This design comes from an exercise in tuning for small area on the open sky130 flow, not from production work.
Function was checked by simulation only, so behaviour that the tests miss may differ from the original.
Power is estimated from default activity; no workload was simulated.

$ cat flow/run.sh
#!/bin/bash
# Own layout flow: the standard flow (floorplan, power grid, tap cells, placement and
# routing unchanged) with three changes:
#  - synthesis is the standard flow's synthesis script with only ABC's mapping script replaced by an
#    area-oriented one (flow/area.abc); registers, their names and cell types are untouched;
#  - ports are buffered with single-drive buffers;
#  - the clock tree uses small buffers and no dummy loads.
# Each make run writes its full output to a log file in the work folder.
set -euo pipefail
W=$PWD
sed 's|^  log_cmd abc {\*}\$abc_args$|  log_cmd abc {*}[lreplace $abc_args 1 1 $::env(MY_ABC_SCRIPT)]|' \
    "$FLOW_HOME/scripts/synth.tcl" > "$W/synth_area.tcl"
grep -q 'MY_ABC_SCRIPT' "$W/synth_area.tcl"
sed "s|source \$::env(SCRIPTS_DIR)/synth.tcl|source $W/synth_area.tcl|" "$W/synth_recipe.tcl" > "$W/synth_recipe_area.tcl"
grep -q "source $W/synth_area.tcl" "$W/synth_recipe_area.tcl"
export MY_ABC_SCRIPT="$W/flow/area.abc"
export BUFFER_PORTS_ARGS="-buffer_cell sky130_fd_sc_hd__buf_1"
export CTS_ARGS="-sink_clustering_enable -repair_clock_nets -dont_use_dummy_load -buf_list sky130_fd_sc_hd__clkbuf_8 -sink_clustering_size 16 -sink_clustering_max_diameter 50"
bash standard.sh "SYNTH_SCRIPT=$W/synth_recipe_area.tcl" synth > synth.log 2>&1
bash standard.sh finish > layout.log 2>&1
$ cat design.v
module pwm_add #(parameter W = 8) (
    input  wire [W-1:0] a,
    input  wire [W-1:0] b,
    input  wire         ci,
    output wire [W-1:0] s,
    output wire         co
);
    wire [W:0] c;
    assign c[0] = ci;
    genvar i;
    generate
        for (i = 0; i < W; i = i + 1) begin : g
            assign s[i]   = a[i] ^ b[i] ^ c[i];
            assign c[i+1] = (a[i] & b[i]) | (c[i] & (a[i] ^ b[i]));
        end
    endgenerate
    assign co = c[W];
endmodule
module pwm_ge #(parameter W = 8) (
    input  wire [W-1:0] a,
    input  wire [W-1:0] b,
    output wire         ge
);
    wire [W:0] c;
    assign c[0] = 1'b1;
    genvar i;
    generate
        for (i = 0; i < W; i = i + 1) begin : g
            wire nb = ~b[i];
            assign c[i+1] = (a[i] & nb) | (a[i] & c[i]) | (nb & c[i]);
        end
    endgenerate
    assign ge = c[W];
endmodule
module pwm_axis (
    input  wire        clk,
    input  wire        rst,           
    input  wire [15:0] per,           
    input  wire [1:0]  presc,         
    input  wire [6:0]  dith,          
    input  wire        carrdith,      
    input  wire [15:0] seed,          
    input  wire        seed_load,     
    input  wire [5:0]  mode,          
    input  wire [15:0] cmp_u,
    input  wire [15:0] cmp_v,
    input  wire [15:0] cmp_w,
    input  wire [9:0]  dtr_u,
    input  wire [9:0]  dtr_v,
    input  wire [9:0]  dtr_w,
    input  wire [9:0]  dtf_u,
    input  wire [9:0]  dtf_v,
    input  wire [9:0]  dtf_w,
    input  wire [7:0]  minp,
    output wire [2:0]  gh,            
    output wire [2:0]  gl,            
    output wire        pstart,        
    output reg  [15:0] cnt,           
    output reg  [15:0] plen           
);
    localparam [1:0] M_OFF = 2'd0, M_LOW = 2'd1, M_PWM = 2'd2, M_PWMH = 2'd3;
    reg  [2:0]  sub;                
    reg  [1:0]  presc_c;
    reg         first;              
    reg  [6:0]  s;                  
    reg  [2:0]  gh_en, gh_full, gl_en;    
    reg  [6:0]  hl_u, hl_v, hl_w;   
    reg  [2:0]  xs;                 
    reg  [9:0]  dc_u, dc_v, dc_w;   
    wire [2:0]  smask    = {presc_c == 2'd3, presc_c[1], presc_c != 2'd0};
    wire        sub_wrap = &(sub | ~smask);
    wire [15:0] pre_k    = 16'd128 >> presc_c;
    wire        preload  = first | ((cnt + pre_k) == plen && sub == 3'd0);
    wire        last     = &s;
    reg  [15:0] lfsr;
    wire [15:0] lfsr_nx = {lfsr[0], lfsr[15], lfsr[14] ^ lfsr[0], lfsr[13] ^ lfsr[0],
                           lfsr[12], lfsr[11] ^ lfsr[0], lfsr[10:1]};
    reg  [15:0] per_r;
    reg  [6:0]  dith_r;
    reg  [15:0] pn;                 
    reg  [1:0]  presc_n;
    reg  [7:0]  minp_r;
    reg  [15:0] x, c_u, c_v, c_w;   
    reg  [15:0] r;                  
    reg  [9:0]  d_u, d_v, d_w;      
    reg  [9:0]  f_u, f_v, f_w;      
    reg  [2:0]  n_gh_en, n_gh_full, n_gl_en;   
    wire [1:0]  ph    = s[6:5];
    wire [4:0]  k     = s[4:0];
    wire        ph0   = (ph == 2'd0);
    wire        op_a  = ph0 & ((s[4] == 1'b0 && s[3:0] != 4'd0) || k == 5'd16);
    wire        op_b  = ph0 & (k >= 5'd17) & (k <= 5'd29);
    wire        op_c  = ph0 & (k == 5'd30);
    wire        op_d  = ~ph0 & ~k[4];
    wire        rg    = ~ph0 & k[4] & (k[3:0] < 4'd12);
    wire [3:0]  m     = k[3:0];
    wire        m0    = rg & (m == 4'd0);
    wire        m4    = rg & (m == 4'd4);
    wire        m5    = rg & (m == 4'd5);
    wire        m6    = rg & (m == 4'd6);
    wire        m10   = rg & (m == 4'd10);
    wire        m11   = rg & (m == 4'd11);
    wire        m_dbl = rg & ((m >= 4'd1 && m <= 4'd3) || (m >= 4'd7 && m <= 4'd9));
    wire [1:0]  dbl_i = (m >= 4'd7) ? m[1:0] - 2'd3 : m[1:0] - 2'd1;    
    wire        dbl_on = m_dbl & (dbl_i < presc_n);
    wire        step  = op_a | op_b | op_d;
    wire        rot   = (k == 5'd31) & (ph != 2'd3);
    wire        r_clr = (op_a & s[3:0] == 4'd1 & ~s[4]) | (op_b & k == 5'd17) | (op_d & k == 5'd0) |
                        op_c | m0 | m6;
    wire [1:0]  lg    = ph - 2'd1;
    wire [9:0]  d_s   = (lg == 2'd0) ? d_u : (lg == 2'd1) ? d_v : d_w;
    wire [9:0]  f_s   = (lg == 2'd0) ? f_u : (lg == 2'd1) ? f_v : f_w;
    wire        pwm_s = n_gh_en[lg] & n_gl_en[lg];
    wire        pwmh_s = n_gh_en[lg] & ~n_gl_en[lg];
    wire [7:0]  mp    = {minp_r[7:1], minp_r[0] | (minp_r == 8'd0)};
    wire [7:0]  mp_c  = (m5 & ~pwm_s) ? 8'd1 : mp;
    wire        abit  = op_b ? x[12] : ((x[15] & (op_a | op_d)) | op_c | m0 | m6);
    wire [15:0] b_op  = ({16{op_a}} & {9'd0, dith_r}) | ({16{op_b | op_d | m0}} & pn) |
                        ({16{op_c}} & per_r) | ({16{m6}} & x);
    wire [10:0] c1000;
    pwm_add #(11) u_c1000 (.a(11'd1000), .b({4'd0, dith_r}), .ci(1'b0), .s(c1000), .co());
    wire [16:0] c_op  = ({17{op_a}} & {6'd0, c1000}) | {op_b, 16'd0} |
                        ({17{op_c | m0}} & {1'b0, x[15:13] & {3{m0}}, x[12:0]}) | ({17{op_d}} & {1'b0, per_r}) |
                        ({17{m4 & pwm_s}} & {7'd0, f_s}) |
                        ({17{m5 | m11}} & {8'd0, mp_c, 1'b0}) |
                        ({17{m10}} & {7'd0, d_s});
    wire [15:0] r_in  = r_clr ? 16'd0 : r;
    wire [17:0] s1;
    pwm_add #(18) u_s1 (.a({1'b0, r_in, 1'b0}), .b({2'd0, abit ? b_op : 16'd0}), .ci(1'b0), .s(s1), .co());
    wire        ge1, ge2;
    pwm_ge #(18) u_ge1 (.a(s1), .b({1'b0, c_op}), .ge(ge1));
    pwm_ge #(18) u_ge2 (.a(s1), .b({c_op, 1'b0}), .ge(ge2));
    wire        dg2   = ge2 & ~m0 & ~op_c;
    wire        dg1   = ge1 & ~dg2;
    wire [17:0] sub_v = ({18{dg1 | op_c}} & {1'b0, c_op}) | ({18{dg2}} & {c_op, 1'b0});
    wire [17:0] t_nx;
    pwm_add #(18) u_sub (.a(s1), .b(~sub_v), .ci(1'b1), .s(t_nx), .co());
    wire [15:0] r_nx  = t_nx[15:0];
    wire        r_we  = ~(m_dbl & ~dbl_on);
    wire [14:0] x_inc;
    pwm_add #(15) u_xi (.a(x[14:0]), .b(15'd0), .ci(dg2), .s(x_inc), .co());
    wire [15:0] x_st  = {x_inc, dg1};
    wire [15:0] x_nx  = step ? x_st : x;
    reg         dec, val;
    wire        t_cmp2 = n_gh_full[lg];
    wire        ovf   = (m_dbl & dbl_on & s1[16]) | ((m4 | m10) & t_nx[16]);
    wire        cmp1  = dec ? val : ~ge2;
    always @(posedge clk) begin
        if (m0) begin
            dec <= ~ge1; val <= 1'b1;
        end else if (m6) begin
            dec <= 1'b0;
        end else if (~dec & (m4 | m10) & ~ge2) begin
            dec <= 1'b1; val <= 1'b1;
        end else if (~dec & ovf) begin
            dec <= 1'b1; val <= 1'b0;
        end
    end
    wire        rg_gh_en = ~cmp1;
    wire        rg_gl_en = pwm_s & (cmp1 | ~t_cmp2);
    wire        rg_we = m11 & n_gh_en[lg];
    wire [2:0]  hi_end = gh_en & gh_full;
    wire [2:0]  lo_end = gl_en;
    always @(posedge clk)
        if (rst | seed_load | preload)
            lfsr <= {16{~rst}} & (seed_load ? seed : lfsr_nx);
    always @(posedge clk) begin
        if (preload) begin
            per_r   <= per;
            dith_r  <= carrdith ? dith : 7'd0;
            pn      <= lfsr_nx;
            presc_n <= presc;
            minp_r  <= minp;
            n_gh_en <= {mode[5], mode[3], mode[1]};
            n_gl_en <= {mode[5] ^ mode[4], mode[3] ^ mode[2], mode[1] ^ mode[0]};
            x       <= per;
            c_u     <= cmp_u;
            c_v     <= cmp_v;
            c_w     <= cmp_w;
            d_u     <= (mode[1:0] == M_PWM && lo_end[0]) ? dtr_u : 10'd0;
            d_v     <= (mode[3:2] == M_PWM && lo_end[1]) ? dtr_v : 10'd0;
            d_w     <= (mode[5:4] == M_PWM && lo_end[2]) ? dtr_w : 10'd0;
            f_u     <= dtf_u;
            f_v     <= dtf_v;
            f_w     <= dtf_w;
        end else begin
            if (r_we)
                r <= r_nx;
            if (op_c)
                pn <= t_nx[15:0];
            if (rot) begin
                x   <= c_u;
                c_u <= c_v;
                c_v <= c_w;
                c_w <= x_nx;
            end else
                x <= x_nx;
            if (m5)
                n_gh_full[lg] <= dec ? val : ~ge2;
            if (rg_we) begin
                n_gh_en[lg]   <= rg_gh_en;
                n_gl_en[lg]   <= rg_gl_en;
            end
        end
    end
    always @(posedge clk) begin
        if (rst) begin
            cnt     <= 16'd0;
            sub     <= 3'd0;
            plen    <= 16'd0;
            presc_c <= 2'd0;
            first   <= 1'b1;
            s       <= 7'd0;
            gh_en   <= 3'd0;
            gl_en   <= 3'd0;
        end else begin
            first <= 1'b0;
            if (preload | (s != 7'd0))
                s <= s + 7'd1;
            if (last) begin
                cnt     <= 16'd0;
                sub     <= 3'd0;
                plen    <= pn;
                presc_c <= presc_n;
                gh_en   <= n_gh_en;
                gl_en   <= n_gl_en;
            end else if (sub_wrap) begin
                sub <= 3'd0;
                cnt <= cnt + 16'd1;
            end else
                sub <= sub + 3'd1;
        end
    end
    wire [2:0] x_ge;
    pwm_ge #(16) u_xu (.a(cnt), .b(c_v), .ge(x_ge[0]));
    pwm_ge #(16) u_xv (.a(cnt), .b(c_w), .ge(x_ge[1]));
    pwm_ge #(16) u_xw (.a(cnt), .b(x),   .ge(x_ge[2]));
    wire       win  = (s != 7'd0);
    wire [2:0] x_eq = {cnt[6:0] == hl_w, cnt[6:0] == hl_v, cnt[6:0] == hl_u};
    wire [2:0] x_off = win ? (xs | x_eq) : x_ge;
    always @(posedge clk) begin
        xs <= x_off;
        if (preload) begin
            hl_u <= c_v[6:0];
            hl_v <= c_w[6:0];
            hl_w <= x[6:0];
        end
    end
    wire [2:0] trig = ~gh_en | x_off;
    wire [2:0] dz   = {dc_w == 10'd0, dc_v == 10'd0, dc_u == 10'd0};
    wire [12:0] tk  = {cnt[9:0], 3'd0} >> (2'd3 - presc_c);
    wire [9:0]  tlo = tk[9:0] | {7'd0, sub};
    wire        tbig = (cnt >> (4'd10 - {2'd0, presc_c})) != 16'd0;
    wire [2:0] hs_ge;
    pwm_ge #(10) u_hu (.a(tlo), .b(d_u), .ge(hs_ge[0]));
    pwm_ge #(10) u_hv (.a(tlo), .b(d_v), .ge(hs_ge[1]));
    pwm_ge #(10) u_hw (.a(tlo), .b(d_w), .ge(hs_ge[2]));
    wire [2:0] hs_ok = hs_ge | {3{tbig}};
    wire [2:0] ld_f = (n_gh_en & n_gl_en) | hi_end;
    always @(posedge clk) begin
        if (last) begin
            gh_full <= n_gh_full;
            dc_u    <= ld_f[0] ? f_u : 10'd0;
            dc_v    <= ld_f[1] ? f_v : 10'd0;
            dc_w    <= ld_f[2] ? f_w : 10'd0;
        end else begin
            if (trig[0] & ~dz[0]) dc_u <= dc_u - 10'd1;
            if (trig[1] & ~dz[1]) dc_v <= dc_v - 10'd1;
            if (trig[2] & ~dz[2]) dc_w <= dc_w - 10'd1;
        end
    end
    assign gh = gh_en & hs_ok & (gh_full | ~x_off);
    assign gl = gl_en & trig & dz;
    assign pstart = (cnt == 16'd0) & (sub == 3'd0);
endmodule
$ cat config.mk
export PLATFORM = sky130hd
export DESIGN_NAME = pwm_axis
export DESIGN_NICKNAME = pwm_axis
export VERILOG_FILES = /design/flow/design.v
export SDC_FILE = /design/flow/constraint.sdc
export NUM_CORES = 4
export LEC_CHECK = 0
export CAP_MARGIN = 20
export CORE_MARGIN = 2
export CORE_UTILIZATION = 40
export SLEW_MARGIN = 20
$ cat flow/area.abc
&get -n
&st
&dch
&nf -R 1000 -p
&put
strash
dch -f
map -a
mfs2
&get -n
&st
&syn2
&if -g -K 6
&synch2
&nf -R 1000 -p
&st
&dch -f
&nf -R 1000 -p
&put
strash
dch -f
map -a
mfs2
&get -n
&st
&dch -f
&nf -R 1000 -p
&put
$ cat standard.sh
#!/bin/bash
# synth_recipe.tcl (not shown) runs the flow's synth.tcl, then flattens the netlist and writes it again
# the make line also repeats each setting of config.mk as NAME=value (left out here)
make -C /OpenROAD-flow-scripts/flow DESIGN_CONFIG=/design/flow/config.mk WORK_HOME=/design/flow/orfs CLKGATE_MAP_FILE= SYNTH_SCRIPT=/design/flow/synth_recipe.tcl "${@:-finish}"
$ cat constraint.sdc
create_clock -name core_clock -period 350.0 [get_ports {clk}]
set_input_delay 70.0000 -clock core_clock [delete_from_list [all_inputs] [get_ports {clk}]]
set_output_delay 70.0000 -clock core_clock [all_outputs]
set_load 0.01 [all_outputs]
==> flow_results.org, run 1 <==
** Timing
- Setup repair after global routing left no endpoint under its margin.
- Final period util :: 21.4%
- Minimum clock period after layout :: 74.74 ns
- After routing, the total negative slack on setup checks comes to 0 ns.
- Slew Viols, Final :: 0
- Final count of negative-setup-slack endpoints :: 0
- Clock Skew :: 0.0800 ns
- The hold violation count in the final report was 0.
- Relative max-transition margin :: 23.1%
- Tightest Pin Transition :: 1.15 ns
- Timing would allow up to roughly 13 MHz.

** Clocking
- Clock buffer depth :: 3
- In this run the clock root is driven by a sky130_fd_sc_hd__clkbuf_8.
- Clock Pin Slew Worst Setup and Hold Paths :: 0.07 ns
- Clock sinks :: 324
- TritonCTS clock tree :: built
- Later-pin clock latency in the skew report :: roughly 0.64 ns
- Postcts setup bufs :: 0
- Total of cells resized after clock tree synthesis :: 0
- H-Tree Level Count :: 2
- Counting the buffers created by CTS gives about 40.
- Hold repair after CTS inserted 0 buffers.

** Worst setup path
- Data arrival time of the critical path :: 4.74 ns
- Crit start category :: flop
- Register-to-register path setup slack :: ~330 ns
- Data on the critical path is required at its endpoint by 280.00 ns.
- Critical path endpoint category :: output port
- Crit Path Class :: reg2out
- Of all nets on the critical path, the largest fanout is 10.

** Global route
- The number of antenna violations at the first check in global routing came to 0.
- Largest net degree at the start of global routing :: 166
- GR Util All Layers :: 23.9%
- The first global-routing pass estimated 81.0 mm of wire.
- The number of global-route vias before repair came to 13.6k.
- Remaining Overflow, GRT :: 0

** Route
- In the routed design, unresolved DRC markers number 0.
- The detailed router finished its first iteration with between 1k and 1.5k violations.
- Detailed routing placed a total of between 20 and 25 mm of wire on met2.
- In this run the top signal layer used is met4.
- The routed design has 53.8 mm of wire.
- After detailed routing, the wire length on met1 is 23.4 mm.
- Dividing the detail-routed wire length by the instance count gives about 22 um.
- The detail route stage leaves a number of antenna-violating nets equal to 0.
- The first detailed-routing pass ran for 8 iterations.
- In the routed layout, each cell is associated on average with a via count of 5.67.
- Met3 wire len :: 3.95 mm
- Summing over every cut layer, the via total after detailed routing is 14.1k.

** Pwr
- Relative contribution of sequential cells to total power :: 48.9%
- Of the total power, the share spent switching nets is about a third.
- Power Dens Cells :: 5.80 mW/mm2
- Maximum ir drop on the vdd rail :: 0.00368 mV
- Proportion of power drawn by the clock network :: 20.8%
- Sw Pwr :: 0.0000394 W
- Logic gate share of total power :: between 30% and 40%
- Internal :: 0.0000748 W
- In this run the static leakage power is roughly 6.8 nW.

** Final layout
- In the final design database the tool counted around 2.1k nets.
- Share of the core filled with cells :: 45.7%
- In the layout the commonest cells are sky130_fd_sc_hd__edfxtp_1 (253), sky130_fd_sc_hd__nand2_1 (212), sky130_fd_sc_hd__buf_1 (204).
- The post-route netlist has 3.53% of its cells at a drive strength greater than 1.
- The library cell used most frequently in the layout, excluding fill and tap cells, is sky130_fd_sc_hd__edfxtp_1.
- Counting the fill cells in the layout gives 4,099.
- Relative to the synthesized area, the layout overhead comes to 13.0%.
- Antenna diode count :: 0

** Floorplanning
- Measured along the x axis, the die boundary spans 213 um.
- Once the floorplan was initialized, standard cells occupied 40.5% of the core.
- Total Die Area :: 0.0453 mm2
- For this design the top-level I/O count stands at 206.
- Die height :: around 210 um
- Core Box Area :: 0.0431 mm2
- Row generation in the floorplan step produced 76 rows.

** Yosys
- After synthesis, the netlist uses 56 different library cells.
- Post-synthesis area per instance :: roughly 11 um2
- By area the synthesized netlist is led by sky130_fd_sc_hd__edfxtp_1 (44%), sky130_fd_sc_hd__dfxtp_1 (8.2%), sky130_fd_sc_hd__nand2_1 (4.6%), sky130_fd_sc_hd__ha_1 (3.6%), sky130_fd_sc_hd__o21ai_0 (3.5%).
- Synthesis handed over a netlist of 1,630 instances.
- Area leader, netlist :: sky130_fd_sc_hd__edfxtp_1
- Number of synthesized register bits :: ~320
- Number of synthesized flops with an enable pin :: 253
- The number of nets handed over by synthesis was 1,877.
- Mapped cell area :: 0.0174 mm2
- Number of warning messages in the yosys log :: 1
- Counting flops with an async set or reset pin after synthesis yields a share of 0%.
- Among all flip-flop cells after synthesis, the most frequent one is sky130_fd_sc_hd__edfxtp_1.
- Sequential area share after synthesis :: 51.8%
- The synthesized design devotes to its leading area cell type between 40% and 50% of total area.

** Placed design
- The count of buffers added on input and output ports is 205.
- Final HPWL from detailed placement :: about 40 mm
- Routability Congestion :: roughly 0.9

** Job
- The tool flagged a number of max-cap violations equal to 0.

** Status
- The flow ran to the end and the layout has no timing, DRC or antenna violations.

** Worst hold path
- In this run the worst hold path is classified as reg2reg.
==> through the flow <==
stage          std cells  setup WS (ns)  power [W]  hold WS, ns  cell area [um2]
2_1_floorplan       1630         276.63  0.0000781        0.434            17400
3_3_place_gp        2441         276.00  0.0000902        0.444            19100
3_5_place_dp        2441         275.93  0.0000906        0.455            19100
4_1_cts             2482         275.28   0.000115        0.463            19700
5_1_grt             2482         274.90   0.000121        0.489            19700
6_report            2482         275.26   0.000114        0.461            19700
==> Yosys cell counts, types with 38 or more instances <==
| cell | n |
|---|---|
| sky130_fd_sc_hd__edfxtp_1 | 253 |
| sky130_fd_sc_hd__nand2_1 | 213 |
| sky130_fd_sc_hd__nor2_1 | 140 |
| sky130_fd_sc_hd__o21ai_0 | 121 |
| sky130_fd_sc_hd__a21oi_1 | 113 |
| sky130_fd_sc_hd__clkinv_1 | 84 |
| sky130_fd_sc_hd__dfxtp_1 | 71 |
| sky130_fd_sc_hd__ha_1 | 50 |
| sky130_fd_sc_hd__mux2i_1 | 50 |
| sky130_fd_sc_hd__xnor2_1 | 50 |
| sky130_fd_sc_hd__mux2_1 | 42 |
| sky130_fd_sc_hd__a22oi_1 | 38 |
| sky130_fd_sc_hd__and3_1 | 38 |
==> path summary, 6_finish.rpt <==
| check | cells after the start | startpoint | end |
|---|---|---|---|
| hold reg to reg | 0 | c_v[0]$_DFFE_PP_ | hl_u[0]$_DFFE_PP_ |
| hold / removal | 0 | c_v[0]$_DFFE_PP_ | hl_u[0]$_DFFE_PP_ |
| setup / recovery | 17 | cnt[1]$_SDFFE_PP0P_ | gl[2] |
| setup reg to reg | 54 | s[5]$_SDFFE_PP0P_ | dec$_DFFE_PP_ |
==> per-layer routing <==
metal / vias up / global-route usage (%)
li1: 6649 / -
met1: 6754 / 32.9
met3: 91 / 3.91
met4: 0 / 8.71
met5: - / 0
met2: 567 / 38.0
==> worst max-delay path, stage by stage, from the launching register on <==
cell and delay [ns]:
sky130_fd_sc_hd__dfxtp_1 0.60, sky130_fd_sc_hd__clkinv_1 0.29, sky130_fd_sc_hd__maj3_1 0.42, sky130_fd_sc_hd__maj3_1 0.38, sky130_fd_sc_hd__a21oi_1 0.12, sky130_fd_sc_hd__o2bb2ai_1 0.10, sky130_fd_sc_hd__maj3_1 0.36, sky130_fd_sc_hd__a21oi_1 0.12
sky130_fd_sc_hd__o21ai_0 0.10, sky130_fd_sc_hd__o211a_1 0.13, sky130_fd_sc_hd__a211oi_1 0.27, sky130_fd_sc_hd__o41ai_1 0.12, sky130_fd_sc_hd__o21ai_0 0.10, sky130_fd_sc_hd__a21boi_0 0.22, sky130_fd_sc_hd__o32ai_1 0.26, sky130_fd_sc_hd__and2_0 0.27
sky130_fd_sc_hd__nor2_1 0.11, sky130_fd_sc_hd__buf_1 0.16
==> power groups by stage <==
stage	logic [W]	clock network [W]	registers (W)
6_report	0.0000346	0.0000238	0.0000559
5_1_grt	0.0000391	0.0000259	0.0000564
4_1_cts	0.0000345	0.0000246	0.0000559
3_5_place_dp	0.0000340	0	0.0000566
3_3_place_gp	0.0000337	0	0.0000565
2_1_floorplan	0.0000242	0	0.0000539
==> kinds of logic (layout without fill, tap and decap cells) <==
logic type,Yosys count,count (layout),share of synthesized area [%]
flip-flops,324,324,51.8
buffers and inverters,84,351,1.81
AO/OA/AOI/OAI,443,443,16.1
AND/OR/NAND/NOR,531,531,13.8
adder cells (fa/ha/maj),87,87,7.44
XOR/XNOR,69,69,3.47
multiplexers,92,92,5.59
==> final cells by class <==
type / instances / area, um2 / share of cell area [%]
clock buffers: 41 / 564 / 2.86
inverters: 84 / 315 / 1.60
multi-input cells: 1222 / 8130 / 41.3
flip-flops and latches: 324 / 9020 / 45.8
well taps: 585 / 732 / 3.72
repair buffers: 226 / 941 / 4.78
==> run 2: changes to the inputs <==
--- a/flow/run.sh
+++ b/flow/run.sh
@@ -17,3 +17,3 @@
 export BUFFER_PORTS_ARGS="-buffer_cell sky130_fd_sc_hd__buf_1"
-export CTS_ARGS="-sink_clustering_enable -repair_clock_nets -dont_use_dummy_load -buf_list sky130_fd_sc_hd__clkbuf_8 -sink_clustering_size 16 -sink_clustering_max_diameter 50"
+export CTS_ARGS="-sink_clustering_enable -repair_clock_nets -dont_use_dummy_load -buf_list sky130_fd_sc_hd__clkbuf_8 -sink_clustering_size 20 -sink_clustering_max_diameter 45"
 bash standard.sh "SYNTH_SCRIPT=$W/synth_recipe_area.tcl" synth > synth.log 2>&1
--- a/flow/area.abc
+++ b/flow/area.abc
@@ -28 +28,10 @@
 &put
+strash
+dch -f
+map -a
+mfs2
+&get -n
+&st
+&dch -f
+&nf -R 1000 -p
+&put
--- a/config.mk
+++ b/config.mk
@@ -9,3 +9,3 @@
 export CORE_MARGIN = 2
-export CORE_UTILIZATION = 40
+export CORE_UTILIZATION = 60
 export SLEW_MARGIN = 20
==> run 2 against run 1 <==
Still clean on timing, DRC and antenna; count of clock-buffer cells in the layout fell by 2; global-route usage is 9.1 points higher; clock skew shrank 0.040 ns; non-clock buffer count stayed put; final area is 2.1% lower; synthesized cell count is 3.7% lower; setup slack got worse by 0.13 ns; clock power down 5%; register-to-register slack worse by 0.89 ns; die area decreased by 33%; cell count decreased by 11%; combinational power decreased by 8.1%; largest power group unchanged.
==> flow_results.org, run 2 <==
** Clocking
- Clock buffer depth :: 3 (unchanged)
- CTS buffer count :: 39 (-4.9%)
- CTS Hold Bufs :: 0 (unchanged)
- The sink count of the clock tree was 324 (unchanged).
- Postcts setup bufs :: 0 (unchanged)
- Total of cells resized after clock tree synthesis :: 0 (unchanged)
- The register clock-pin slew on the reported worst setup and hold paths came to 0.06 ns (about the same).
- Clock root buffer :: sky130_fd_sc_hd__clkbuf_8
- Later-pin clock latency in the skew report :: 0.57 ns (-0.07 ns)
- TritonCTS clock tree :: built
- The deepest level of the CTS H-tree came to 2 (unchanged).

** Floorplanning
- Die height :: 174 um (-18%)
- The starting utilization of the core area was 60.5% (+20 points).
- The I/O pin count was 206 (unchanged).
- Row count :: 62 (-18%)
- Total Die Area :: 0.0302 mm2 (-33%)
- Core Box Area :: 0.0285 mm2 (-34%)
- Die X :: 174 um (-18%)

** Timing
- Slew Viols, Final :: 0 (unchanged)
- Relative max-transition margin :: 22.1% (-0.93 points)
- Setup repair after global routing left no endpoint under its margin.
- Final setup TNS :: 0 ns (unchanged)
- Minimum clock period after layout :: 74.87 ns (+0.126 ns)
- The share of the clock period used by the worst path came to 21.4% (+0.036 points).
- Hold violation total from the final report :: 0 (unchanged)
- F_max :: 13.4 MHz (-0.17%)
- The count of final setup violators was 0 (unchanged).
- Clock Skew :: 0.0402 ns (-0.0398 ns)
- Tightest Pin Transition :: 1.17 ns (+0.0182 ns)
- The final setup slack of the worst path is 275.13 ns (-0.126 ns).

** Global route
- Global-route met1 utilization :: 49.1% (+16 points)
- The aggregate global-route resource usage came to 33.0% (+9.1 points).
- The sum of overflow across all layers after global routing was 0 (unchanged).
- The largest net degree at the start of global routing came to 133 (-20%).
- The met3 track demand over resource came to 5.09% (+1.2 points).
- GR met2 Demand/Resource :: 51.2% (+13 points)
- Antenna violations before repair :: 1 (+1)
- The first-pass GRT wire length is 76.3 mm (-5.9%).
- In this run the most used layer during global routing was met2.
- The number of global-route vias before repair was 13.1k (-4.0%).

** Yosys
- Number of synthesized register bits :: 324 (unchanged)
- Mapped Cells :: 1,569 (-3.7%)
- The warning count from the yosys run came to 1 (unchanged).
- Post-Syn Nets :: 1,816 (-3.2%)
- The async set-reset flop share out of synthesis was 0% (unchanged).
- Cells taking the most area after synthesis :: sky130_fd_sc_hd__edfxtp_1 (44%), sky130_fd_sc_hd__dfxtp_1 (8.2%), sky130_fd_sc_hd__a21oi_1 (3.7%), sky130_fd_sc_hd__ha_1 (3.6%), sky130_fd_sc_hd__fa_1 (3.5%)
- The number of library cell types mapped by synthesis is 57 (+1.8%).
- The fraction of synthesized cell area taken by the top area cell type was 44.0% (+0.39 points).
- The most common cell in the synthesized netlist is sky130_fd_sc_hd__edfxtp_1.
- The synthesized design spends more area on one cell type than any other, namely sky130_fd_sc_hd__edfxtp_1.
- Sequential area share after synthesis :: 52.2% (+0.46 points)
- Most used standard cells in the synthesized netlist :: sky130_fd_sc_hd__edfxtp_1 (253), sky130_fd_sc_hd__nor2_1 (149), sky130_fd_sc_hd__nand2_1 (135)
- The area of the mapped netlist came to 0.0173 mm2 (-0.89%).
- The number of enable-type register cells in the synthesized netlist was 253 (unchanged).
- The average cell area after synthesis came to 11.0 um2 (+3.0%).
- In the synthesized netlist the dominant register cell turns out to be sky130_fd_sc_hd__edfxtp_1.

** Worst setup path
- Register-to-register path setup slack :: 330.93 ns (-0.89 ns)
- The delay of the slowest critical-path stage was 0.48 ns (-0.12 ns).
- Data arrival time of the critical path :: 4.87 ns (+0.13 ns)
- Among cell families on the critical path, the largest total delay comes from adder cells.
- The highest fanout seen on the critical path is 13 (+3).
- The worst setup path is launched from a flop.
- The most numerous cell type found on the critical path is sky130_fd_sc_hd__maj3_1.
- The startpoint identified for the worst register-to-register timing path is s[5]$_SDFFE_PP0P_.
- The slowest stage of the critical path belongs to the cell sky130_fd_sc_hd__maj3_1.
- The buffer and inverter count on the worst path is 2 (unchanged).
- Critical path endpoint category :: output port
- Critical path, cell by cell :: clkinv_1, maj3_1, maj3_1, maj3_1, maj3_1, maj3_1, a21oi_1, o2bb2ai_1, a21oi_1, o31ai_1, a21boi_0, a2bb2oi_1, o22ai_1, nand2_1, and3_1, buf_1
- Stages on the worst setup path :: 16 (-1)
- The setup path with the least slack is of type reg2out.
- The depth of the most critical reg-to-reg path was 58 (+7.4%).
- The worst register-to-register path ends at val$_SDFFE_PP1P_.
- The required arrival time at the worst endpoint was 280.00 ns (about the same).

** Final layout
- Growth of design area from synthesis to finish :: 11.7%
- Number of nets in the finished design :: 2,083 (-2.9%)
- The utilization of the core after routing is 67.6% (+22 points).
- Commonest non-fill, non-tap cell in the layout :: sky130_fd_sc_hd__edfxtp_1
- The post-route non-filler standard cell count is 2,219 (-11%).
- Top library cells by usage in the layout, fill and taps aside :: sky130_fd_sc_hd__edfxtp_1 (253), sky130_fd_sc_hd__buf_1 (205), sky130_fd_sc_hd__nor2_1 (147)
- The layout filler cell count came to 2,280 (-44%).
- The share of cells above drive strength 1 was 3.65% (+0.12 points).

** Placed design
- Number of input and output port buffers inserted :: 205 (unchanged)
- Routability Congestion :: 0.972 (+8.5%)
- Final HPWL from detailed placement :: 37.2 mm (-7.3%)
- The worst slack at placement was 275.75 ns (-0.181 ns).
- The cell count after placement came to 2,179 (-11%).

** Route
- Detail Route Antenna Nets :: 0 (unchanged)
- The via density per instance came to 6.37 (+12%).
- Detail-routed net length per standard cell :: 22.6 um (+4.4%)
- Total wirelength of the detailed-routed design :: 50.2 mm (-6.7%)
- Number of violations reported at the end of detailed-routing iteration 0 :: 2,026 (+49%)
- 1st-pass router iterations :: 8 (unchanged)
- Via count :: 14.1k (+0.46%)
- The final routed DRC violation total is 0 (unchanged).

** Pwr
- Leakage power total :: 6.62 nW (-2.1%)
- The total power divided by cell area is 5.55 mW/mm2 (-4.3%).
- Maximum ir drop on the vdd rail :: 0.00542 mV (+47%)
- Final Power :: 0.000107 W (-6.3%)

** Worst hold path
- Worst min-delay path startpoint :: c_w[0]$_DFFE_PP_
- Worst hold path type :: reg2reg
- Hold Path Depth :: 0 (unchanged)
- Worst min-delay path endpoint :: hl_v[0]$_DFFE_PP_

** Status
- The run finished with no timing, DRC or antenna violations.

** Job
- The max-capacitance violation count is 0 (unchanged).
run 2: changes by cell type in the layout (fill, tap and decap cells not counted), moves of 5 or more:
cell / change
sky130_fd_sc_hd__o21ai_0: -14
sky130_fd_sc_hd__a22o_1: +13
sky130_fd_sc_hd__nor3_1: +6
sky130_fd_sc_hd__xnor2_1: -7
sky130_fd_sc_hd__nor2_1: +7
sky130_fd_sc_hd__a21oi_1: +13
sky130_fd_sc_hd__nor4_1: -7
sky130_fd_sc_hd__nand3_1: -9
sky130_fd_sc_hd__a211oi_1: -5
sky130_fd_sc_hd__nand2_1: -78
sky130_fd_sc_hd__a31oi_1: -5
run 2: final cells by class:
cell class              instances  area, um2  share of cell area, %
clock buffers                  39        537                   2.78
diodes                          1       2.50                 0.0130
multi-input cells            1160       7990                   41.4
repair buffers                226        940                   4.87
well taps                     384        480                   2.49
inverters                      85        322                   1.67
flip-flops and latches        324       9020                   46.7
run 2: cell families (layout without fill, tap and decap cells):
logic type / count (synthesis) / count (layout) / share of synthesized area, %
compound gates: 466 / 466 / 17.6
simple gates: 454 / 454 / 12.1
flops: 324 / 324 / 52.2
fa+ha+maj: 91 / 91 / 7.74
mux: 90 / 90 / 5.51
buf+inv: 85 / 350 / 1.85
xor+xnor: 59 / 59 / 2.99
other cells: 0 / 1 / 0
run 2: power breakdown:
| part | leakage [nW] | internal [W] | switching (W) |
|---|---|---|---|
| clock network | 0.280 | 0.00000991 | 0.0000126 |
| registers | 3.06 | 0.0000481 | 0.00000469 |
| logic | 3.28 | 0.0000130 | 0.0000187 |
run 2: metal layers:
layer	routed length, um	vias up
li1	-	6518
met1	21300	6722
met2	22700	800
met3	5190	86
met4	1100	0
met5	0	-
run 2: worst reg2reg max path: cells and delay by family (launching register included):
family	cells	cell delay, ns
AOI/OAI and AO/OA	6	1.21
xor gates and xnor gates	1	0.15
adders and majority gates	33	12.42
buffers and inverters	5	0.72
DFF	1	0.68
and+or+nand+nor	13	3.77
run 2: worst max-delay path by stage:
stage                                   start  endpoint  slack [ns]
after floorplan           cnt[1]$_SDFFE_PP0P_     gl[2]      276.35
after global placement    cnt[1]$_SDFFE_PP0P_     gl[2]      275.85
after detailed placement  cnt[1]$_SDFFE_PP0P_     gl[2]      275.75
after CTS                 cnt[1]$_SDFFE_PP0P_     gl[2]      275.17
after global routing      cnt[1]$_SDFFE_PP0P_     gl[2]      274.88
final                     cnt[1]$_SDFFE_PP0P_     gl[2]      275.13
run 2: stage by stage:
step / hold slack (ns) / instance area [um2]
after floorplan: 0.437 / 17300
after global placement: 0.458 / 18700
after detailed placement: 0.474 / 18700
after CTS: 0.477 / 19300
after global routing: 0.500 / 19300
final: 0.484 / 19300
==> run 3: changes to the inputs <==
--- a/flow/run.sh
+++ b/flow/run.sh
@@ -17,3 +17,3 @@
 export BUFFER_PORTS_ARGS="-buffer_cell sky130_fd_sc_hd__buf_1"
-export CTS_ARGS="-sink_clustering_enable -repair_clock_nets -dont_use_dummy_load -buf_list sky130_fd_sc_hd__clkbuf_8 -sink_clustering_size 20 -sink_clustering_max_diameter 45"
+export CTS_ARGS="-sink_clustering_enable -repair_clock_nets -dont_use_dummy_load -buf_list sky130_fd_sc_hd__clkbuf_8 -sink_clustering_size 20 -sink_clustering_max_diameter 55"
 bash standard.sh "SYNTH_SCRIPT=$W/synth_recipe_area.tcl" synth > synth.log 2>&1
--- a/flow/area.abc
+++ b/flow/area.abc
@@ -1 +1,5 @@
+&get -n
+&st
+&deepsyn -T 90
+&put
 &get -n
==> run 3 against run 2 <==
Still clean on timing, DRC and antenna; first-iteration DRC count down 15%; count of clock-buffer cells in the layout is 9 lower; clock power decreased by 12%; cell count rose by 2.0%; global-route usage increased by 0.58 points; utilization rose by 0.16 points; sequential power rose by 6.1%; hold slack worse by 0.0091 ns; largest cell class unchanged.
==> flow_results.org, run 3 <==
** Yosys
- Number of warning messages in the yosys log :: 1 (unchanged)
- Among all flip-flop cells after synthesis, the most frequent one is sky130_fd_sc_hd__edfxtp_1.
- Mapped cell area :: 0.0171 mm2 (-0.97%)
- The average cell area after synthesis came to 10.5 um2 (-5.0%).
- The synthesized netlist net count is 1,883 (+3.7%).
- Number of synthesized flops with an enable pin :: 253 (unchanged)
- Share of flip-flops with an asynchronous set or reset :: 0% (unchanged)
- Among all cell types in the netlist, the one instantiated most often is sky130_fd_sc_hd__nor2_1.
- The post-synthesis instance total was 1,636 (+4.3%).
- Sequential area share after synthesis :: 52.7% (+0.51 points)
- The commonest cells after synthesis are sky130_fd_sc_hd__nor2_1 (255), sky130_fd_sc_hd__edfxtp_1 (253), sky130_fd_sc_hd__nand2_1 (178).
- The number of storage elements in the synthesis netlist was 324 (unchanged).
- Yosys attributes the largest share of cell area to sky130_fd_sc_hd__edfxtp_1 (44%), sky130_fd_sc_hd__dfxtp_1 (8.3%), sky130_fd_sc_hd__nor2_1 (5.6%), sky130_fd_sc_hd__nand2_1 (3.9%), sky130_fd_sc_hd__ha_1 (3.7%).
- Area share of the largest cell type after synthesis :: 44.4% (+0.43 points)
- Area leader, netlist :: sky130_fd_sc_hd__edfxtp_1
- The number of library cell types mapped by synthesis was 57 (unchanged).

** Final layout
- The area occupied by multi-input gates was 0.00783 mm2 (-2.1%).
- Leaving out fill and tap cells, the most frequent cell in the layout is sky130_fd_sc_hd__edfxtp_1.
- The count of nets after finishing came to 2,135 (+2.5%).
- The layout filler cell count came to 2,264 (-0.70%).
- Top library cells by usage in the layout, fill and taps aside :: sky130_fd_sc_hd__edfxtp_1 (253), sky130_fd_sc_hd__nor2_1 (252), sky130_fd_sc_hd__buf_1 (204)
- The share of cells above drive strength 1 was 2.92% (-0.74 points).
- Compared with the post-synthesis result, the final layout area differs by 10.6%.
- Antenna diode count :: 0 (-1)
- Flip-flop and latch area :: 0.00902 mm2 (unchanged)

** Clocking
- H-Tree Level Count :: 1 (-1)
- Clock sinks :: 324 (unchanged)
- TritonCTS built the clock tree.
- Later-pin clock latency in the skew report :: 0.65 ns (+0.08 ns)
- CTS buffer count :: 30 (-23%)
- Total of cells resized after clock tree synthesis :: 0 (unchanged)
- CTS placed an instance of sky130_fd_sc_hd__clkbuf_8 at the clock tree root.
- The number of buffers inserted for hold repair after clock tree synthesis came to 0 (unchanged).
- The register clock-pin slew on the reported worst setup and hold paths came to 0.10 ns (+0.04 ns).
- Postcts setup bufs :: 0 (unchanged)
- The number of buffers on the longest clock path came to 3 (unchanged).

** Worst setup path
- Critical path endpoint category :: output port
- The data arrival time of the critical path was 4.91 ns (+0.04 ns).
- Most frequent cell on the critical path :: sky130_fd_sc_hd__maj3_1
- Critical path, cell by cell :: clkinv_1, maj3_1, maj3_1, maj3_1, maj3_1, a21oi_1, o2bb2ai_1, a21boi_0, o2bb2ai_1, o221ai_1, nand2_1, o221ai_1, a21oi_1, a21o_1, o221ai_1, a31oi_1, nand2_1, and3_1, buf_1
- Crit start category :: flop
- Register-to-register path setup slack :: 331.95 ns (+1.02 ns)
- The worst register-to-register path ends at dec$_DFFE_PP_.
- The depth of the most critical reg-to-reg path is 54 (-6.9%).
- The startpoint identified for the worst register-to-register timing path is s[5]$_SDFFE_PP0P_.
- The delay of the slowest critical-path stage is 0.62 ns (+0.14 ns).
- Critical-path cell with the highest stage delay :: sky130_fd_sc_hd__dfxtp_1
- Crit Path Class :: reg2out
- Critical Path Fanout Max :: 12 (-1)
- Data required, critical path :: 280.00 ns (about the same)

** Timing
- The count of final setup violators is 0 (unchanged).
- The hold violation count in the final report was 0 (unchanged).
- The share of the clock period used by the worst path came to 21.4% (about the same).
- The achievable clock frequency came to 13.3 MHz (about the same).
- Setup repair after global routing left no endpoint under its margin.
- Minimum clock period after layout :: 74.91 ns (+0.0380 ns)
- The setup TNS after final layout came to 0 ns (unchanged).
- The final setup slack of the worst path came to 275.09 ns (-0.0380 ns).
- The number of pins exceeding their max-slew limit in the final report was 0 (unchanged).
- Clock Skew :: 0.0816 ns (+0.0414 ns)
- The transition at the pin with the smallest max-transition slack is 1.07 ns (-0.101 ns).
- Relative max-transition margin :: 28.2% (+6.1 points)

** Floorplanning
- Core Box Area :: 0.0279 mm2 (-2.1%)
- The site row count is 61 (-1.6%).
- The overall die height is 173 um (-0.48%).
- Die X :: 173 um (-0.48%)
- Total Die Area :: 0.0299 mm2 (-0.95%)
- The starting utilization of the core area is 61.2% (+0.73 points).
- The I/O pin count came to 206 (unchanged).

** Pwr
- Power Dens Cells :: 5.85 mW/mm2 (+5.4%)
- Leakage power total :: 6.65 nW (+0.39%)
- The highest ir drop seen on vdd came to 0.00411 mV (-24%).

** Worst hold path
- Worst hold path type :: reg2reg
- The startpoint identified for the worst hold timing path is n_gh_full[2]$_DFFE_PP_.
- Worst min-delay path endpoint :: gh_full[2]$_DFFE_PP_
- The number of cells traversed by the worst hold path came to 0 (unchanged).

** Placed design
- The placed wire-length estimate after detailed placement was 37.5 mm (+0.94%).
- The weighted congestion reported at the end of routability-driven placement came to 0.982 (+0.98%).
- The worst slack at placement was 275.70 ns (-0.0530 ns).
- Number of input and output port buffers inserted :: 205 (unchanged)

** Global route
- First-pass GRT wire length :: 78.2 mm (+2.5%)
- The largest net degree at the start of global routing is 81 (-39%).
- The aggregate global-route resource usage came to 33.5% (+0.58 points).
- The number of antenna violations at the first check in global routing came to 0 (-1).
- The sum of overflow across all layers after global routing came to 0 (unchanged).
- Vias in the first global route :: 13.9k (+6.1%)

** Route
- The final routed DRC violation total was 0 (unchanged).
- The via count was 14.3k (+1.5%).
- The final antenna-violating net count came to 0 (unchanged).
- 1st-pass router iterations :: 7 (-1)
- The sum of routed wire length over all layers came to 51.0 mm (+1.4%).
- The mean routed wirelength per cell is 22.5 um (-0.58%).
- The initial DRC count came to 1,723 (-15%).
- The via density per instance was 6.33 (-0.52%).

** Job
- Max-cap violation count :: 0 (unchanged)

** Status
- The run finished with no timing, DRC or antenna violations.
run 3: cell count changes in the layout (fill, tap and decap cells not counted), sizes merged, moves of 11 or more:
cell	before	now
nor2	149	255
nand2	135	178
mux2	41	0
a21oi	126	103
mux2i	49	32
a22oi	39	55
o21ai	107	93
a211oi	2	13
run 3: cell type report:
cell class              count  share of cell area (%)
clock buffers              30                    2.18
flip-flops and latches    324                    47.7
multi-input cells        1232                    41.4
repair buffers            220                    4.67
well taps                 378                    2.50
inverters                  80                    1.61
run 3: worst max path at each step:
| stage | endpoint | cells past startpoint | slack [ns] | start |
|---|---|---|---|---|
| after floorplan | gl[1] | 18 | 276.43 | cnt[1]$_SDFFE_PP0P_ |
| after global placement | gl[1] | 19 | 275.82 | cnt[1]$_SDFFE_PP0P_ |
| after detailed placement | gl[1] | 19 | 275.70 | cnt[1]$_SDFFE_PP0P_ |
| after CTS | gl[1] | 19 | 275.07 | cnt[1]$_SDFFE_PP0P_ |
| after global routing | gl[1] | 19 | 274.80 | cnt[1]$_SDFFE_PP0P_ |
| final | gl[1] | 19 | 275.09 | cnt[1]$_SDFFE_PP0P_ |
run 3: stage by stage:
step	utilization (%)	instances	area, um2	hold slack, ns	power (W)
2_1_floorplan	-	1636	17100	0.435	0.0000795
3_3_place_gp	66.2	2234	18500	0.447	0.0000896
3_5_place_dp	66.2	2234	18500	0.455	0.0000909
4_1_cts	67.7	2264	18900	0.470	0.000110
5_1_grt	67.7	2264	18900	0.493	0.000117
6_report	67.7	2264	18900	0.475	0.000111
run 3: cells by family (layout without fill, tap and decap cells):
group	after synthesis	count (layout)	share of synthesized area, %
xor gates and xnor gates	59	59	3.02
buffers and inverters	80	330	1.76
muxes	32	32	1.87
and+or+nand+nor	605	605	15.5
AOI/OAI and AO/OA	445	445	17.3
adders and majority gates	91	91	7.81
DFF	324	324	52.7
run 3: layer usage:
| layer | part of all wire, % | GRT usage [%] | vias to the layer above |
|---|---|---|---|
| li1 | - | - | 6651 |
| met1 | 42 | 47.6 | 6787 |
| met3 | 10 | 7.50 | 124 |
| met4 | 4.7 | 14.2 | 0 |
| met2 | 43 | 50.0 | 775 |
| met5 | 0 | 0 | - |
run 3: worst max-delay path, delay by kind of cell (launching register included):
family | cells | cell delay (ns)
fa+ha+maj | 4 | 1.53
compound gates | 10 | 1.27
flops | 1 | 0.62
simple gates | 3 | 0.47
buf+inv | 2 | 0.45
run 3: power breakdown:
| part | internal, W | switching (W) | leakage (nW) |
|---|---|---|---|
| Sequential | 0.0000501 | 0.00000593 | 3.10 |
| Clock | 0.00000759 | 0.0000122 | 0.216 |
| Combinational | 0.0000144 | 0.0000206 | 3.32 |
==> run 4: changes to the inputs <==
--- a/flow/run.sh
+++ b/flow/run.sh
@@ -17,3 +17,3 @@
 export BUFFER_PORTS_ARGS="-buffer_cell sky130_fd_sc_hd__buf_1"
-export CTS_ARGS="-sink_clustering_enable -repair_clock_nets -dont_use_dummy_load -buf_list sky130_fd_sc_hd__clkbuf_8 -sink_clustering_size 20 -sink_clustering_max_diameter 55"
+export CTS_ARGS="-sink_clustering_enable -repair_clock_nets -dont_use_dummy_load -buf_list {sky130_fd_sc_hd__clkbuf_4 sky130_fd_sc_hd__clkbuf_8} -sink_clustering_size 16 -sink_clustering_max_diameter 35"
 bash standard.sh "SYNTH_SCRIPT=$W/synth_recipe_area.tcl" synth > synth.log 2>&1
--- a/flow/area.abc
+++ b/flow/area.abc
@@ -1,5 +1 @@
-&get -n
-&st
-&deepsyn -T 90
-&put
 &get -n
--- a/config.mk
+++ b/config.mk
@@ -7,5 +7,5 @@
 export LEC_CHECK = 0
-export CAP_MARGIN = 20
+export CAP_MARGIN = 0
 export CORE_MARGIN = 2
 export CORE_UTILIZATION = 60
-export SLEW_MARGIN = 20
+export SLEW_MARGIN = 0
==> run 4 against run 3 <==
Fmax hardly changed; combinational power shrank 8.9%; setup slack worse by 0.0080 ns; still clean on timing, DRC and antenna; non-clock buffer count grew 6; highest routed layer is now met5; area after synthesis rose by 0.98%; count of clock-buffer cells in the layout is 27 higher; utilization is 0.68 points higher; synthesized cell count is 4.1% lower; sequential power shrank 5.5%; sequential share of layout area shrank 1.5 points; final area rose by 3.2%.
==> flow_results.org, run 4 <==
** Pwr
- The total power divided by cell area came to 5.77 mW/mm2 (-1.4%).
- Switching power as a share of total power :: 33.1% (-1.9 points)
- The proportion of power drawn by combinational gates is 28.2% (-3.3 points).
- The cell internal power dissipation came to 0.0000754 W (+4.7%).
- The highest ir drop seen on vdd came to 0.00484 mV (+18%).
- The clock share of power was 24.8% (+6.9 points).
- The leakage power is 6.75 nW (+1.5%).
- Relative contribution of sequential cells to total power :: 46.9% (-3.7 points)
- Sw Pwr :: 0.0000373 W (-3.7%)

** Yosys
- Cells taking the most area after synthesis :: sky130_fd_sc_hd__edfxtp_1 (44%), sky130_fd_sc_hd__dfxtp_1 (8.2%), sky130_fd_sc_hd__a21oi_1 (3.7%), sky130_fd_sc_hd__ha_1 (3.6%), sky130_fd_sc_hd__fa_1 (3.5%)
- Number of synthesized register bits :: 324 (unchanged)
- Share of flip-flops with an asynchronous set or reset :: 0% (unchanged)
- The commonest cells after synthesis are sky130_fd_sc_hd__edfxtp_1 (253), sky130_fd_sc_hd__nor2_1 (149), sky130_fd_sc_hd__nand2_1 (135).
- Area share of the largest cell type after synthesis :: 44.0% (-0.43 points)
- Mapped cell area :: 0.0173 mm2 (+0.98%)
- The warning count from the yosys run came to 1 (unchanged).
- The number of enable-type register cells in the synthesized netlist is 253 (unchanged).
- Post-Syn Nets :: 1,816 (-3.6%)
- The number of library cell types mapped by synthesis came to 57 (unchanged).
- Mapped Cells :: 1,569 (-4.1%)
- Area leader, netlist :: sky130_fd_sc_hd__edfxtp_1
- The proportion of synthesized chip area in sequential cells is 52.2% (-0.51 points).
- The average cell area after synthesis was 11.0 um2 (+5.3%).
- sky130_fd_sc_hd__edfxtp_1 is the most common cell in the netlist.
- The most used flip-flop cell after synthesis is sky130_fd_sc_hd__edfxtp_1.

** Placed design
- Routability Congestion :: 0.972 (-0.97%)
- Post-Place Cells :: 2,179 (-2.5%)
- Number of input and output port buffers inserted :: 205 (unchanged)
- Worst Setup Slack post-DPL :: 275.75 ns (+0.0530 ns)
- The placed wire-length estimate after detailed placement is 37.2 mm (-0.93%).

** Clocking
- Clock buffer depth :: 3 (unchanged)
- Total of cells resized after clock tree synthesis :: 0 (unchanged)
- Postcts setup bufs :: 0 (unchanged)
- The total clock buffers created by CTS was 57 (+90%).
- Later-pin clock latency in the skew report :: 0.63 ns (-0.02 ns)
- TritonCTS clock tree :: built
- Clock root buffer :: sky130_fd_sc_hd__clkbuf_8
- Clock Pin Slew Worst Setup and Hold Paths :: 0.05 ns (-0.05 ns)
- The sink count of the clock tree came to 324 (unchanged).
- The number of buffers inserted for hold repair after clock tree synthesis was 0 (unchanged).
- H-Tree Level Count :: 2 (+1)

** Global route
- Remaining Overflow, GRT :: 0 (unchanged)
- The first-pass GRT wire length was 76.6 mm (-2.1%).
- GR Util All Layers :: 33.2% (-0.36 points)
- The largest net degree at the start of global routing came to 133 (+64%).
- The number of global-route vias before repair came to 13.3k (-4.1%).
- Antenna violations before repair :: 1 (+1)

** Worst setup path
- The delay of the slowest critical-path stage is 0.47 ns (-0.15 ns).
- The data arrival time of the critical path is 4.91 ns (about the same).
- Most frequent cell on the critical path :: sky130_fd_sc_hd__maj3_1
- Crit start category :: flop
- The worst setup path is captured at an output port.
- The highest fanout seen on the critical path was 13 (+1).
- The slowest stage of the critical path is the sky130_fd_sc_hd__maj3_1 cell.
- CP Buf/Inv Count :: 2 (unchanged)
- Critical path, cell by cell :: clkinv_1, maj3_1, maj3_1, maj3_1, maj3_1, maj3_1, a21oi_1, o2bb2ai_1, a21oi_1, o31ai_1, a21boi_0, a2bb2oi_1, o22ai_1, nand2_1, and3_1, buf_1
- Kind of cell adding the most delay to the critical path :: adder cells
- Data required, critical path :: 280.00 ns (about the same)
- The critical path is of the reg2out type.

** Route
- Detail-routed net length per standard cell :: 22.6 um (+0.31%)
- 1st-pass router iterations :: 6 (-1)
- Via count :: 14.3k (-0.51%)
- The sum of routed wire length over all layers came to 50.5 mm (-0.89%).
- Detail Route Antenna Nets :: 0 (unchanged)
- Routed via count divided by cell count :: 6.38 (+0.69%)
- Number of violations reported at the end of detailed-routing iteration 0 :: 2,011 (+17%)
- # DRC :: 0 (unchanged)

** Job
- Max-cap violation count :: 0 (unchanged)

** Final layout
- Top library cells by usage in the layout, fill and taps aside :: sky130_fd_sc_hd__edfxtp_1 (253), sky130_fd_sc_hd__buf_1 (205), sky130_fd_sc_hd__nor2_1 (147)
- Fillcell total :: 2,254 (-0.44%)
- Growth of design area from synthesis to finish :: 13.1%
- The post-route non-filler standard cell count is 2,237 (-1.2%).
- Commonest non-fill, non-tap cell in the layout :: sky130_fd_sc_hd__edfxtp_1
- Number of nets in the finished design :: 2,101 (-1.6%)
- Ratio of cells with drive above 1 in the final layout :: 4.59% (+1.7 points)

** Floorplanning
- The site row count came to 62 (+1.6%).
- Die height :: 174 um (+0.48%)
- Die X :: 174 um (+0.48%)
- The I/O pin count is 206 (unchanged).
- Total Die Area :: 0.0302 mm2 (+0.96%)
- Initial core utilization :: 60.5% (-0.73 points)
- Core Box Area :: 0.0285 mm2 (+2.2%)

** Worst hold path
- Worst hold path type :: reg2reg

** Timing
- The clock skew is 0.0879 ns (+0.00625 ns).
- Minimum clock period after layout :: 74.92 ns (+0.00800 ns)
- The share of the clock period used by the worst path came to 21.4% (about the same).
- Hold violation total from the final report :: 0 (unchanged)
- F_max :: 13.3 MHz (about the same)
- Tightest Pin Transition :: 1.19 ns (+0.119 ns)
- Slew Viols, Final :: 0 (unchanged)
- The final setup slack of the worst path was 275.09 ns (-0.00800 ns).
- The normalized max-slew margin was 20.8% (-7.4 points).
- Setup repair after global routing left no endpoint under its margin.
- The setup TNS after final layout is 0 ns (unchanged).
- Final count of negative-setup-slack endpoints :: 0 (unchanged)

** Status
- Run status :: timing/DRC/antenna clean
## run 4: final cells by class
cell class / count / area (um2) / area share [%]
Clock buffer: 57 / 785 / 4.02
Multi-Input combinational cell: 1160 / 7980 / 40.9
Antenna cell: 1 / 2.50 / 0.0128
Sequential cell: 324 / 9020 / 46.2
Tap cell: 384 / 480 / 2.46
Inverter: 85 / 322 / 1.65
Timing Repair Buffer: 226 / 940 / 4.81
## run 4: cell families (layout without fill, tap and decap cells)
kind of cell | Yosys count | after routing | share of synthesized area (%)
adder cells (fa/ha/maj) | 91 | 91 | 7.74
flip-flops | 324 | 324 | 52.2
buffers and inverters | 85 | 368 | 1.85
multiplexers | 90 | 90 | 5.51
XOR/XNOR | 59 | 59 | 2.99
AND/OR/NAND/NOR | 454 | 454 | 12.1
AO/OA/AOI/OAI | 466 | 466 | 17.6
other | 0 | 1 | 0
## run 4: worst register-to-register path, delay by kind of cell (launching register included)
kind,cells,cell delay [ns]
compound gates,6,1.21
xor+xnor,1,0.15
fa+ha+maj,33,12.42
buf+inv,5,0.72
flops,1,0.70
simple gates,13,3.82
## run 4: power by group through the flow
stage	registers [W]	logic, W	clock network (W)
2_1_floorplan	0.0000512	0.0000218	0
3_3_place_gp	0.0000533	0.0000301	0
3_5_place_dp	0.0000534	0.0000306	0
4_1_cts	0.0000527	0.0000312	0.0000282
5_1_grt	0.0000533	0.0000352	0.0000297
6_report	0.0000529	0.0000318	0.0000280
## run 4: path summary, 6_finish.rpt
| check | start | end | slack, ns | depth (start not counted) |
|---|---|---|---|---|
| min reg2reg | pn[8]$_DFFE_PP_ | plen[8]$_SDFFE_PP0P_ | 0.45 | 1 |
| max reg2reg | s[5]$_SDFFE_PP0P_ | val$_SDFFE_PP1P_ | 330.83 | 58 |
| min | pn[8]$_DFFE_PP_ | plen[8]$_SDFFE_PP0P_ | 0.45 | 1 |
| max | cnt[1]$_SDFFE_PP0P_ | gl[2] | 275.09 | 16 |
## run 4: metrics by stage
step / total power (W) / utilization, % / cell area [um2] / hold slack, ns
final: 0.000113 / 68.4 / 19500 / 0.454
after detailed placement: 0.0000840 / 65.7 / 18700 / 0.474
after global placement: 0.0000835 / 65.7 / 18700 / 0.458
after CTS: 0.000112 / 68.4 / 19500 / 0.462
after global routing: 0.000118 / 68.4 / 19500 / 0.489
after floorplan: 0.0000729 / - / 17300 / 0.437
## run 4: metal layers
metal / global-route usage, % / up-vias / part of all wire, %
li1: - / 6552 / -
met5: 1.60 / - / 0.13
met3: 7.28 / 116 / 10
met4: 11.7 / 2 / 3.3
met1: 47.7 / 6781 / 42
met2: 50.0 / 813 / 44
==> run 5: changes to the inputs <==
--- a/design.v
+++ b/design.v
@@ -248,26 +248,23 @@
     end
+    wire [2:0] dz   = {dc_w == 10'd0, dc_v == 10'd0, dc_u == 10'd0};
+    reg  [2:0] dd;                  
+    wire [2:0] d_ok = dd | dz;
     wire [2:0] trig = ~gh_en | x_off;
-    wire [2:0] dz   = {dc_w == 10'd0, dc_v == 10'd0, dc_u == 10'd0};
-    wire [12:0] tk  = {cnt[9:0], 3'd0} >> (2'd3 - presc_c);
-    wire [9:0]  tlo = tk[9:0] | {7'd0, sub};
-    wire        tbig = (cnt >> (4'd10 - {2'd0, presc_c})) != 16'd0;
-    wire [2:0] hs_ge;
-    pwm_ge #(10) u_hu (.a(tlo), .b(d_u), .ge(hs_ge[0]));
-    pwm_ge #(10) u_hv (.a(tlo), .b(d_v), .ge(hs_ge[1]));
-    pwm_ge #(10) u_hw (.a(tlo), .b(d_w), .ge(hs_ge[2]));
-    wire [2:0] hs_ok = hs_ge | {3{tbig}};
-    wire [2:0] ld_f = (n_gh_en & n_gl_en) | hi_end;
-    always @(posedge clk) begin
+    wire [2:0] rld  = gh_en & d_ok & ~x_off & {3{~win}};
+    wire [2:0] dcn  = ~dz & (~gh_en | ~dd | x_off);
+    wire [2:0] ld_e = hi_end & ~n_gh_en;
+    always @(posedge clk) begin
+        dd <= last ? 3'd0 : d_ok;
         if (last) begin
             gh_full <= n_gh_full;
-            dc_u    <= ld_f[0] ? f_u : 10'd0;
-            dc_v    <= ld_f[1] ? f_v : 10'd0;
-            dc_w    <= ld_f[2] ? f_w : 10'd0;
+            dc_u    <= n_gh_en[0] ? d_u : ld_e[0] ? f_u : 10'd0;
+            dc_v    <= n_gh_en[1] ? d_v : ld_e[1] ? f_v : 10'd0;
+            dc_w    <= n_gh_en[2] ? d_w : ld_e[2] ? f_w : 10'd0;
         end else begin
-            if (trig[0] & ~dz[0]) dc_u <= dc_u - 10'd1;
-            if (trig[1] & ~dz[1]) dc_v <= dc_v - 10'd1;
-            if (trig[2] & ~dz[2]) dc_w <= dc_w - 10'd1;
-        end
-    end
-    assign gh = gh_en & hs_ok & (gh_full | ~x_off);
+            if (rld[0]) dc_u <= f_u; else if (dcn[0]) dc_u <= dc_u - 10'd1;
+            if (rld[1]) dc_v <= f_v; else if (dcn[1]) dc_v <= dc_v - 10'd1;
+            if (rld[2]) dc_w <= f_w; else if (dcn[2]) dc_w <= dc_w - 10'd1;
+        end
+    end
+    assign gh = gh_en & d_ok & (gh_full | ~x_off);
     assign gl = gl_en & trig & dz;
--- a/flow/run.sh
+++ b/flow/run.sh
@@ -17,3 +17,3 @@
 export BUFFER_PORTS_ARGS="-buffer_cell sky130_fd_sc_hd__buf_1"
-export CTS_ARGS="-sink_clustering_enable -repair_clock_nets -dont_use_dummy_load -buf_list {sky130_fd_sc_hd__clkbuf_4 sky130_fd_sc_hd__clkbuf_8} -sink_clustering_size 16 -sink_clustering_max_diameter 35"
+export CTS_ARGS="-sink_clustering_enable -repair_clock_nets -dont_use_dummy_load -buf_list sky130_fd_sc_hd__clkbuf_8 -sink_clustering_size 20 -sink_clustering_max_diameter 55"
 bash standard.sh "SYNTH_SCRIPT=$W/synth_recipe_area.tcl" synth > synth.log 2>&1
--- a/flow/area.abc
+++ b/flow/area.abc
@@ -1 +1,5 @@
+&get -n
+&st
+&deepsyn -T 240
+&put
 &get -n
--- a/config.mk
+++ b/config.mk
@@ -7,5 +7,5 @@
 export LEC_CHECK = 0
-export CAP_MARGIN = 0
+export CAP_MARGIN = 20
 export CORE_MARGIN = 2
 export CORE_UTILIZATION = 60
-export SLEW_MARGIN = 0
+export SLEW_MARGIN = 20
==> run 5 against run 4 <==
Total power increased by 4.0%; count of clock-buffer cells in the layout decreased by 26; final area decreased by 4.1%; largest cell class unchanged.
==> flow_results.org, run 5 <==
** Placed design
- The weighted congestion reported at the end of routability-driven placement was 1.02 (+4.4%).
- Number of input and output port buffers inserted :: 205 (unchanged)
- Worst Setup Slack post-DPL :: 275.90 ns (+0.149 ns)

** Worst setup path
- The delay of the slowest critical-path stage is 0.50 ns (+0.03 ns).
- Stages on the worst setup path :: 19 (+3)
- Critical Path Fanout Max :: 10 (-3)
- Start point of the critical path :: cnt[2]$_SDFFE_PP0P_
- Critical path capture point :: gl[2]
- Critical-path cell with the highest stage delay :: sky130_fd_sc_hd__dfxtp_1
- Data arrival time of the critical path :: 4.96 ns (+0.05 ns)
- The required arrival time at the worst endpoint is 280.00 ns (about the same).
- Crit start category :: flop
- CP Buf/Inv Count :: 2 (unchanged)

** Clocking
- CTS Hold Bufs :: 0 (unchanged)
- Clock root buffer :: sky130_fd_sc_hd__clkbuf_8
- Clock Pin Slew Worst Setup and Hold Paths :: 0.12 ns (+0.07 ns)
- The clock network latency to the later pin of the worst-skew pair was 0.65 ns (+0.02 ns).
- The sink count of the clock tree was 327 (+0.93%).

** Timing
- Tightest Pin Transition :: 1.05 ns (-0.139 ns)
- Setup repair after global routing left no endpoint under its margin.
- The number of pins exceeding their max-slew limit in the final report is 0 (unchanged).
- The setup TNS after final layout was 0 ns (unchanged).
- The achievable clock frequency came to 13.3 MHz (about the same).
- The worst hold slack came to 0.464 ns (+0.00952 ns).
- Clock Skew :: 0.0664 ns (-0.0215 ns)
- The hold violation count in the final report is 0 (unchanged).

** Yosys
- Share of flip-flops with an asynchronous set or reset :: 0% (unchanged)
- Cells taking the most area after synthesis :: sky130_fd_sc_hd__edfxtp_1 (45%), sky130_fd_sc_hd__dfxtp_1 (8.8%), sky130_fd_sc_hd__a21oi_1 (3.6%), sky130_fd_sc_hd__fa_1 (3.6%), sky130_fd_sc_hd__ha_1 (3.4%)
- Number of synthesized flops with an enable pin :: 253 (unchanged)
- Library cell with the highest instance count after synthesis :: sky130_fd_sc_hd__edfxtp_1
- The biggest area contributor in the post-synthesis netlist is sky130_fd_sc_hd__edfxtp_1.
- Most used standard cells in the synthesized netlist :: sky130_fd_sc_hd__edfxtp_1 (253), sky130_fd_sc_hd__nor2_1 (142), sky130_fd_sc_hd__nand2_1 (139)
- The area of the mapped netlist is 0.0169 mm2 (-2.1%).

** Global route
- GR Util All Layers :: 35.1% (+2.0 points)
- Antenna violations before repair :: 0 (-1)
- First-pass GRT wire length :: 78.1 mm (+2.1%)

** Status
- The run finished with no timing, DRC or antenna violations.

** Floorplanning
- The site row count was 61 (-1.6%).
- The overall die height was 172 um (-1.0%).
- Total Die Area :: 0.0295 mm2 (-2.0%)

** Pwr
- Power Dens Cells :: 6.26 mW/mm2 (+8.5%)
- Maximum ir drop on the vdd rail :: 0.00484 mV (about the same)
- The post-route total power came to 0.000117 W (+4.0%).

** Final layout
- Ratio of cells with drive above 1 in the final layout :: 2.95% (-1.6 points)
- Growth of design area from synthesis to finish :: 10.7%

** Job
- The max-capacitance violation count came to 0 (unchanged).

** Route
- The final routed DRC violation total is 0 (unchanged).
- Total wirelength of the detailed-routed design :: 52.0 mm (+3.0%)

** Worst hold path
- The worst hold path belongs to the class reg2reg.
==> run 5: changes by cell type after synthesis, moves of 7 or more <==
cell,delta
sky130_fd_sc_hd__xnor2_1,-7
sky130_fd_sc_hd__a211oi_1,+7
sky130_fd_sc_hd__o21ai_0,-51
sky130_fd_sc_hd__o22ai_1,+11
sky130_fd_sc_hd__a221o_1,+9
sky130_fd_sc_hd__a22oi_1,+10
sky130_fd_sc_hd__a22o_1,-12
sky130_fd_sc_hd__or2_0,-7
sky130_fd_sc_hd__mux2i_1,-21
sky130_fd_sc_hd__nor2_1,-7
sky130_fd_sc_hd__and3_1,+7
sky130_fd_sc_hd__nand2b_1,+7
==> run 5: cell families after synthesis <==
family	count (synthesis)	synth area share [%]
fa+ha+maj	81	7.25
mux	70	4.45
buf+inv	80	1.78
simple gates	474	13.1
xor+xnor	56	2.90
flops	327	53.7
compound gates	425	16.9
==> run 5: worst min path at each step <==
stage,slack (ns),from,end,cells past startpoint
after global routing,0.49,n_gh_full[2]$_DFFE_PP_,gh_full[2]$_DFFE_PP_,0
after floorplan,0.43,xs[2]$_DFF_P_,xs[2]$_DFF_P_,2
after detailed placement,0.47,val$_SDFFE_PP1P_,val$_SDFFE_PP1P_,1
after global placement,0.45,c_w[0]$_DFFE_PP_,hl_v[0]$_DFFE_PP_,0
after CTS,0.47,n_gh_full[2]$_DFFE_PP_,gh_full[2]$_DFFE_PP_,0
final,0.46,n_gh_full[2]$_DFFE_PP_,gh_full[2]$_DFFE_PP_,0
==> run 5: metrics by stage <==
stage	util [%]	area (um2)	instances
2_1_floorplan	-	16900	1513
3_3_place_gp	65.9	18300	2111
3_5_place_dp	65.9	18300	2111
4_1_cts	67.4	18700	2142
5_1_grt	67.4	18700	2142
6_report	67.4	18700	2142
==> run 5: report_power, final <==
group          leakage (nW)  internal, W  switching [W]
Sequential             3.15    0.0000515     0.00000642
Clock                 0.223   0.00000783      0.0000124
Combinational          3.31    0.0000161      0.0000229
Total                  6.68    0.0000755      0.0000418
==> run 5: worst reg2reg max path: cells and delay by family (launching register included) <==
family / cells / cell delay [ns]
adder cells (fa/ha/maj): 31 / 11.99
AND/OR/NAND/NOR: 11 / 3.33
AO/OA/AOI/OAI: 7 / 1.60
flip-flops: 1 / 0.68
buffers and inverters: 4 / 0.64
==> run 5: routing by layer <==
metal / track usage [%] / vias to the layer above / wire [um]
met4: 13.8 / 0 / 2290
met1: 47.8 / 6752 / 20900
met3: 4.88 / 122 / 4520
met5: 0 / - / 0
met2: 57.4 / 784 / 24300
li1: - / 6298 / -
==> run 5: final cells by class <==
| cell class | count | area (um2) |
|---|---|---|
| clock buffer | 31 | 427 |
| fill | 2263 | 9060 |
| inverter | 80 | 304 |
| multi-input combinational | 1106 | 7560 |
| sequential | 327 | 9080 |
| tap | 378 | 473 |
| timing repair buffer | 220 | 883 |

-- what the ideal ports hide --
Ports are ideal in the flow. The routed layouts listed here were re-timed in OpenROAD. Step 1, drivers: a clkbuf_16 drives clk and a buf_2 each remaining input, both assumed. Step 2 also shifts input and output timing later by t, the mid clock arrival at the registers, as if the neighbouring blocks saw the same clock. Slacks: ideal ports / drivers / drivers and shift; pairs: ideal ports / drivers.
run | shift t [ns] | slack for setup (ns)
run 1 | 0.646 | 275.257 / 275.209 / 275.855
run 2 | 0.595 | 275.131 / 275.083 / 275.678
run 3 | 0.660 | 275.093 / 275.043 / 275.703
run 4 | 0.633 | 275.085 / 275.036 / 275.669
run 5 | 0.662 | 275.044 / 274.999 / 275.661
After both steps setup and hold are still met in every run listed.
